Context: an optimization exercise on an open-source flow, tuned for small area, a short achievable clock period and few clock cycles per item. The choices shown serve that exercise and are no tape-out recipe. Only simulation tests tie the RTL to the original design; equivalence was not proved.

==> flow/design.v <==
module aes_sbox_a (
    input  wire [7:0]  a,
    output wire [11:0] p
);
    function [3:0] gf4_mul;
        input [3:0] a;
        input [3:0] b;
        reg   [6:0] r;
        begin
            r = ({7{b[0]}} & {3'b0, a}) ^ ({7{b[1]}} & {2'b0, a, 1'b0}) ^
                ({7{b[2]}} & {1'b0, a, 2'b0}) ^ ({7{b[3]}} & {a, 3'b0});
            if (r[6]) r = r ^ 7'b1001100;
            if (r[5]) r = r ^ 7'b0100110;
            if (r[4]) r = r ^ 7'b0010011;
            gf4_mul = r[3:0];
        end
    endfunction
    wire [7:0] m;    
    assign m[0] = a[0] ^ a[5] ^ a[7];
    assign m[1] = a[2];
    assign m[2] = a[2] ^ a[3] ^ a[4] ^ a[5] ^ a[6] ^ a[7];
    assign m[3] = a[3] ^ a[4];
    assign m[4] = a[4] ^ a[5] ^ a[6];
    assign m[5] = a[1] ^ a[4] ^ a[6] ^ a[7];
    assign m[6] = a[2] ^ a[3] ^ a[5] ^ a[7];
    assign m[7] = a[5] ^ a[7];
    wire [3:0] h = m[7:4];
    wire [3:0] l = m[3:0];
    wire [3:0] d = gf4_mul(gf4_mul(h, h), 4'd8) ^ gf4_mul(h, l) ^ gf4_mul(l, l);
    wire [3:0] di;
    assign di[0] = d[0] ^ d[1] ^ d[2] ^ (d[0] & d[2]) ^ (d[1] & d[2]) ^
                   (d[0] & d[1] & d[2]) ^ d[3] ^ (d[1] & d[2] & d[3]);
    assign di[1] = (d[0] & d[1]) ^ (d[0] & d[2]) ^ (d[1] & d[2]) ^ d[3] ^
                   (d[1] & d[3]) ^ (d[0] & d[1] & d[3]);
    assign di[2] = (d[0] & d[1]) ^ d[2] ^ (d[0] & d[2]) ^ d[3] ^
                   (d[0] & d[3]) ^ (d[0] & d[2] & d[3]);
    assign di[3] = d[1] ^ d[2] ^ d[3] ^ (d[0] & d[3]) ^ (d[1] & d[3]) ^
                   (d[2] & d[3]) ^ (d[1] & d[2] & d[3]);
    assign p = {h, l, di};
endmodule
module aes_sbox_b (
    input  wire [11:0] p,
    output wire [7:0]  y
);
    function [3:0] gf4_mul;
        input [3:0] a;
        input [3:0] b;
        reg   [6:0] r;
        begin
            r = ({7{b[0]}} & {3'b0, a}) ^ ({7{b[1]}} & {2'b0, a, 1'b0}) ^
                ({7{b[2]}} & {1'b0, a, 2'b0}) ^ ({7{b[3]}} & {a, 3'b0});
            if (r[6]) r = r ^ 7'b1001100;
            if (r[5]) r = r ^ 7'b0100110;
            if (r[4]) r = r ^ 7'b0010011;
            gf4_mul = r[3:0];
        end
    endfunction
    wire [3:0] h = p[11:8];
    wire [3:0] l = p[7:4];
    wire [3:0] di = p[3:0];
    wire [7:0] t = {gf4_mul(h, di), gf4_mul(h ^ l, di)};
    assign y[0] = ~(t[0] ^ t[2] ^ t[6]);
    assign y[1] = ~(t[0] ^ t[1] ^ t[2] ^ t[3] ^ t[4] ^ t[5]);
    assign y[2] = t[0] ^ t[3] ^ t[5] ^ t[6];
    assign y[3] = t[0] ^ t[2] ^ t[5];
    assign y[4] = t[0] ^ t[1] ^ t[3] ^ t[4] ^ t[5];
    assign y[5] = ~(t[1] ^ t[2] ^ t[3] ^ t[5] ^ t[6] ^ t[7]);
    assign y[6] = ~(t[4] ^ t[6] ^ t[7]);
    assign y[7] = t[1] ^ t[2];
endmodule
module aes_enc_core (
    input  wire         clk,
    input  wire         rst,         
    input  wire         in_valid,
    output wire         in_ready,
    input  wire         key_256,     
    input  wire [255:0] key,
    input  wire [127:0] block,
    output wire         out_valid,
    output wire [127:0] out_data
);
    function [7:0] xtime;
        input [7:0] b;
        xtime = {b[6:0], 1'b0} ^ (b[7] ? 8'h1b : 8'h00);
    endfunction
    function [31:0] mix_column;
        input [31:0] c;
        reg [7:0] a0, a1, a2, a3, t;
        begin
            a0 = c[31:24]; a1 = c[23:16]; a2 = c[15:8]; a3 = c[7:0];
            t = a0 ^ a1 ^ a2 ^ a3;
            mix_column[31:24] = a0 ^ t ^ xtime(a0 ^ a1);
            mix_column[23:16] = a1 ^ t ^ xtime(a1 ^ a2);
            mix_column[15:8]  = a2 ^ t ^ xtime(a2 ^ a3);
            mix_column[7:0]   = a3 ^ t ^ xtime(a3 ^ a0);
        end
    endfunction
    function [7:0] rcon;
        input       k256;
        input [3:0] r;
        reg   [3:0] i;
        begin
            i = k256 ? (r[0] ? ({1'b0, r[3:1]} + 4'd1) : 4'd0) : r;
            case (i)
                4'd1:    rcon = 8'h01;
                4'd2:    rcon = 8'h02;
                4'd3:    rcon = 8'h04;
                4'd4:    rcon = 8'h08;
                4'd5:    rcon = 8'h10;
                4'd6:    rcon = 8'h20;
                4'd7:    rcon = 8'h40;
                4'd8:    rcon = 8'h80;
                4'd9:    rcon = 8'h1b;
                4'd10:   rcon = 8'h36;
                default: rcon = 8'h00;
            endcase
        end
    endfunction
    reg [127:0] s;               
    reg [191:0] p;               
    reg [127:0] x;               
    reg [255:0] k0, k1, k2;      
    reg [31:0]  kw;              
    reg [47:0]  kp;              
    reg [31:0]  kt;              
    reg         v0, v1, v2;      
    reg         w0, w1, w2;      
    reg [3:0]   r0, r1, r2;      
    reg         f1, f2;          
    reg [127:0] out_q;
    reg         out_v;
    reg         ready;
    assign in_ready  = ready;
    assign out_valid = out_v;
    assign out_data  = out_q;
    wire [191:0] pa;
    wire [127:0] xb;
    wire [47:0]  kpa;
    wire [31:0]  ktb;
    genvar i;
    generate
        for (i = 0; i < 16; i = i + 1) begin : g_sbox
            aes_sbox_a u_a (.a(s[8*i +: 8]),   .p(pa[12*i +: 12]));
            aes_sbox_b u_b (.p(p[12*i +: 12]), .y(xb[8*i +: 8]));
        end
        for (i = 0; i < 4; i = i + 1) begin : g_ksbox
            aes_sbox_a u_a (.a(kw[8*i +: 8]),   .p(kpa[12*i +: 12]));
            aes_sbox_b u_b (.p(kp[12*i +: 12]), .y(ktb[8*i +: 8]));
        end
    endgenerate
    always @(posedge clk) begin
        p  <= pa;
        k1 <= k0;
        kp <= kpa;
        w1 <= w0;
        r1 <= r0;
        f1 <= (r0 == (w0 ? 4'd14 : 4'd10));
        x  <= xb;
        k2 <= k1;
        kt <= ktb ^ {rcon(w1, r1), 24'h0};
        w2 <= w1;
        r2 <= r1;
        f2 <= f1;
    end
    wire [127:0] y = x;
    wire [127:0] sr;
    generate
        for (i = 0; i < 16; i = i + 1) begin : g_shift
            localparam integer R = i % 4;
            localparam integer C = i / 4;
            localparam integer SRC = 4 * ((C + R) % 4) + R;
            assign sr[127-8*i -: 8] = y[127-8*SRC -: 8];
        end
    endgenerate
    wire [127:0] mc = {mix_column(sr[127:96]), mix_column(sr[95:64]),
                       mix_column(sr[63:32]),  mix_column(sr[31:0])};
    wire [127:0] ka  = k2[255:128];
    wire [127:0] kb  = k2[127:0];
    wire [31:0]  kt2 = kt;
    wire [31:0]  kp0 = ka[127:96];
    wire [31:0]  kp1 = kp0 ^ ka[95:64];
    wire [31:0]  kp2 = kp1 ^ ka[63:32];
    wire [31:0]  kp3 = kp2 ^ ka[31:0];
    wire [127:0] knew = {kp0 ^ kt2, kp1 ^ kt2, kp2 ^ kt2, kp3 ^ kt2};
    wire [127:0] rk   = w2 ? kb : knew;      
    wire       v_n = ready ? in_valid : (v2 && !f2);
    wire       w_n = ready ? key_256  : w2;
    wire [3:0] r_n = ready ? 4'd1     : r2 + 4'd1;
    wire        rot_c = !w2 || !r2[0];
    wire [31:0] kw_l  = key_256 ? key[31:0] : key[159:128];
    wire [31:0] kw_c  = rot_c ? {knew[23:0], knew[31:24]} : knew[31:0];
    always @(posedge clk) begin
        out_q <= sr ^ rk;
        s     <= (ready ? block : mc) ^ (ready ? key[255:128] : rk);
        k0    <= ready ? key : (w2 ? {kb, knew} : {knew, knew});
        kw    <= ready ? {kw_l[23:0], kw_l[31:24]} : kw_c;
        w0    <= w_n;
        r0    <= r_n;
    end
    wire early_s = v0  && w0  && (r0  < 4'd5);
    wire early_n = v_n && w_n && (r_n < 4'd5);
    always @(posedge clk) begin
        if (rst) begin
            v0    <= 1'b0;
            v1    <= 1'b0;
            v2    <= 1'b0;
            out_v <= 1'b0;
            ready <= 1'b1;
        end else begin
            v0    <= v_n;
            v1    <= v0;
            v2    <= v1;
            out_v <= v2 && f2;
            ready <= (!v1 || f1) && !early_s && !early_n;
        end
    end
endmodule
clock: 10.0 ns
lec_check: 0
cap_margin: 20
core_margin: 2
core_utilization: 45
cts_cluster_diameter: 80
cts_cluster_size: 25
slew_margin: 20
standard.sh (not shown) runs the stock make flow with config.mk's settings and CLKGATE_MAP_FILE= SYNTH_SCRIPT=/design/flow/synth_recipe.tcl, a recipe that flattens the netlist after the stock synthesis.
==> flow/flow/run.sh <==
#!/bin/bash
set -euo pipefail
W=$(pwd)
SETUP_MARGIN=${SETUP_MARGIN:-6.6}
bash standard.sh SYNTH_SCRIPT="$W/flow/synth.tcl" \
  BUFFER_PORTS_ARGS="-buffer_cell sky130_fd_sc_hd__buf_1" \
  SETUP_SLACK_MARGIN="$SETUP_MARGIN" finish > "$W/flow_make.log" 2>&1
==> flow/flow/synth.tcl <==
# The standard synthesis (synth_recipe.tcl), except that the technology
# mapping uses ABC's default liberty script (&nf mapper) in place of ORFS's
# abc_speed/abc_area scripts. Every other ABC argument ORFS passes is kept.
proc synth {args} { yosys synth -nofsm -noshare {*}$args }
proc abc {args} {
  set a {}
  set skip 0
  foreach x $args {
    if {$skip} { set skip 0; continue }
    if {$x eq "-script"} { set skip 1; continue }
    lappend a $x
  }
  yosys abc {*}$a
}
source $::env(SCRIPTS_DIR)/synth.tcl
# left out here: clear keep_hierarchy, flatten, clean up, hide names made inside functions, write 1_2_yosys.v
Testbench counts at the start, summed over its fixed seeds: cycles 78,409, items 6,400.
Next try:
--- a/flow/flow/run.sh
+++ b/flow/flow/run.sh
@@ -3,3 +3,3 @@
 W=$(pwd)
-SETUP_MARGIN=${SETUP_MARGIN:-6.6}
+SETUP_MARGIN=${SETUP_MARGIN:-6.9}
 bash standard.sh SYNTH_SCRIPT="$W/flow/synth.tcl" \
CORE_UTILIZATION = 40   (was 45)
CTS_CLUSTER_DIAMETER = 100   (was 80)
CTS_CLUSTER_SIZE = 30   (was 25)
Result: Cell count rose by 3.4%. Worst setup slack is better by 0.069 ns. Worst hold slack is better by 0.0074 ns. Clock skew hardly moves. Critical path depth does not change. Area after synthesis does not change. Global-route usage fell by 2.4 points.
Next try:
--- a/flow/flow/run.sh
+++ b/flow/flow/run.sh
@@ -3,3 +3,3 @@
 W=$(pwd)
-SETUP_MARGIN=${SETUP_MARGIN:-6.9}
+SETUP_MARGIN=${SETUP_MARGIN:-7.0}
 bash standard.sh SYNTH_SCRIPT="$W/flow/synth.tcl" \
CORE_UTILIZATION = 55   (was 40)
CTS_CLUSTER_DIAMETER = 60   (was 100)
PLACE_DENSITY_LB_ADDON = 0.1   (was unset)
Outcome:
- The changed run passed the timing, design-rule and antenna checks
- cell area climbs by 3.3%
- area after synthesis stays the same
- fmax stays the same
- register-to-register slack degrades by 0.02 ns
- wire length decreases by 5.0%
- clock-buffer cell count rose by 43
- first-iteration DRC count is lower by 9.2%
Next try:
--- a/flow/flow/run.sh
+++ b/flow/flow/run.sh
@@ -3,3 +3,4 @@
 W=$(pwd)
-SETUP_MARGIN=${SETUP_MARGIN:-7.0}
+SETUP_MARGIN=${SETUP_MARGIN:-6.9}
+export FLOW_ABC_SCRIPT="$W/flow/abc.script"
 bash standard.sh SYNTH_SCRIPT="$W/flow/synth.tcl" \
==> flow/flow/abc.script (new file) <==
strash
&get -n
&fraig -x
&put
scorr
dc2
dretime
strash
&get -n
&dch -f
&nf -D 10
&put
strash
&get -n
&dch -f
&nf -D 10
&put
--- a/flow/flow/synth.tcl
+++ b/flow/flow/synth.tcl
@@ -1,4 +1,5 @@
 # The standard synthesis (synth_recipe.tcl), except that the technology
-# mapping uses ABC's default liberty script (&nf mapper) in place of ORFS's
-# abc_speed/abc_area scripts. Every other ABC argument ORFS passes is kept.
+# mapping uses flow/abc.script (ABC's default liberty script with the &nf
+# mapping run twice) in place of ORFS's abc_speed/abc_area scripts. Every
+# other ABC argument ORFS passes is kept.
 proc synth {args} { yosys synth -nofsm -noshare {*}$args }
@@ -12,3 +13,3 @@
   }
-  yosys abc {*}$a
+  yosys abc -script $::env(FLOW_ABC_SCRIPT) {*}$a
 }
CORE_UTILIZATION = 40   (was 55)
CTS_CLUSTER_DIAMETER = 80   (was 60)
CTS_CLUSTER_SIZE = 25   (was 30)
PLACE_DENSITY_LB_ADDON = unset   (was 0.1)
Area after synthesis shrinks by about 2.2%.
Setup slack gets worse by 0.095 ns.
Design area shrinks by 2.4%.
Via count shrinks by about 3.2%.
Wire length grows by 1.1%.
Hold slack gets better by 0.0030 ns.
Sequential share of layout area grows by 0.87 points.
Next try:
--- a/flow/flow/run.sh
+++ b/flow/flow/run.sh
@@ -3,4 +3,3 @@
 W=$(pwd)
-SETUP_MARGIN=${SETUP_MARGIN:-6.9}
-export FLOW_ABC_SCRIPT="$W/flow/abc.script"
+SETUP_MARGIN=${SETUP_MARGIN:-6.75}
 bash standard.sh SYNTH_SCRIPT="$W/flow/synth.tcl" \
==> flow/flow/synth.tcl (replaced) <==
# The standard synthesis (synth_recipe.tcl), except that the technology
# mapping uses ABC's default liberty script (&nf mapper) in place of ORFS's
# abc_speed/abc_area scripts. Every other ABC argument ORFS passes is kept.
proc synth {args} { yosys synth -nofsm -noshare {*}$args }
proc abc {args} {
  set a {}
  set skip 0
  foreach x $args {
    if {$skip} { set skip 0; continue }
    if {$x eq "-script"} { set skip 1; continue }
    lappend a $x
  }
  yosys abc {*}$a
}
source $::env(SCRIPTS_DIR)/synth.tcl
# left out here: clear keep_hierarchy, flatten, clean up, hide names made inside functions, write 1_2_yosys.v
CORE_UTILIZATION = 45   (was 40)
removed: flow/flow/abc.script
=>
- via count came out higher by 0.92%
- synthesized area came out higher by 2.2%
- utilization came out higher by 3.5 points
- synthesized cell count came out higher by 3.6%
- wire length came out higher by 0.96%
- register-to-register slack improved by 0.09 ns
- worst setup slack improved by 0.12 ns
- critical path depth stays the same
- maximum frequency came out higher by 3.8%
- global-route usage came out higher by 3.0 points

==> port drivers added, routing unchanged <==
The results above use ideal ports. As a check the final layouts listed here were re-extracted and re-timed, cells and wires unchanged. Step 1 sets driving cells, clkbuf_16 on the clock port and buf_2 on the other inputs (assumed; they add their load-dependent delay and slew). Step 2 moves the port delays by t, midway between the first and last clock arrival at a register: inputs arrive t later, outputs are due t later. That takes back most of the time a late clock gives input paths. a / b / c = ideal / step 1 / step 2; a / b = the first two.
run	t (ns)	setup slack, ns	worst setup path after step 2
the first run	0.795	6.665 / 6.586 / 6.502	input to register
the second run	0.774	6.734 / 6.656 / 6.482	input to register
the third run	0.810	6.734 / 6.659 / 6.660	input to register
the fourth run	0.818	6.639 / 6.558 / 6.541	input to register
the fifth run	0.794	6.762 / 6.683 / 6.502	input to register
After both steps every run listed still meets setup and hold. For the fifth run, which loses most, drivers alone change the setup slack by -0.079 ns; drivers and shift together by -0.260 ns.
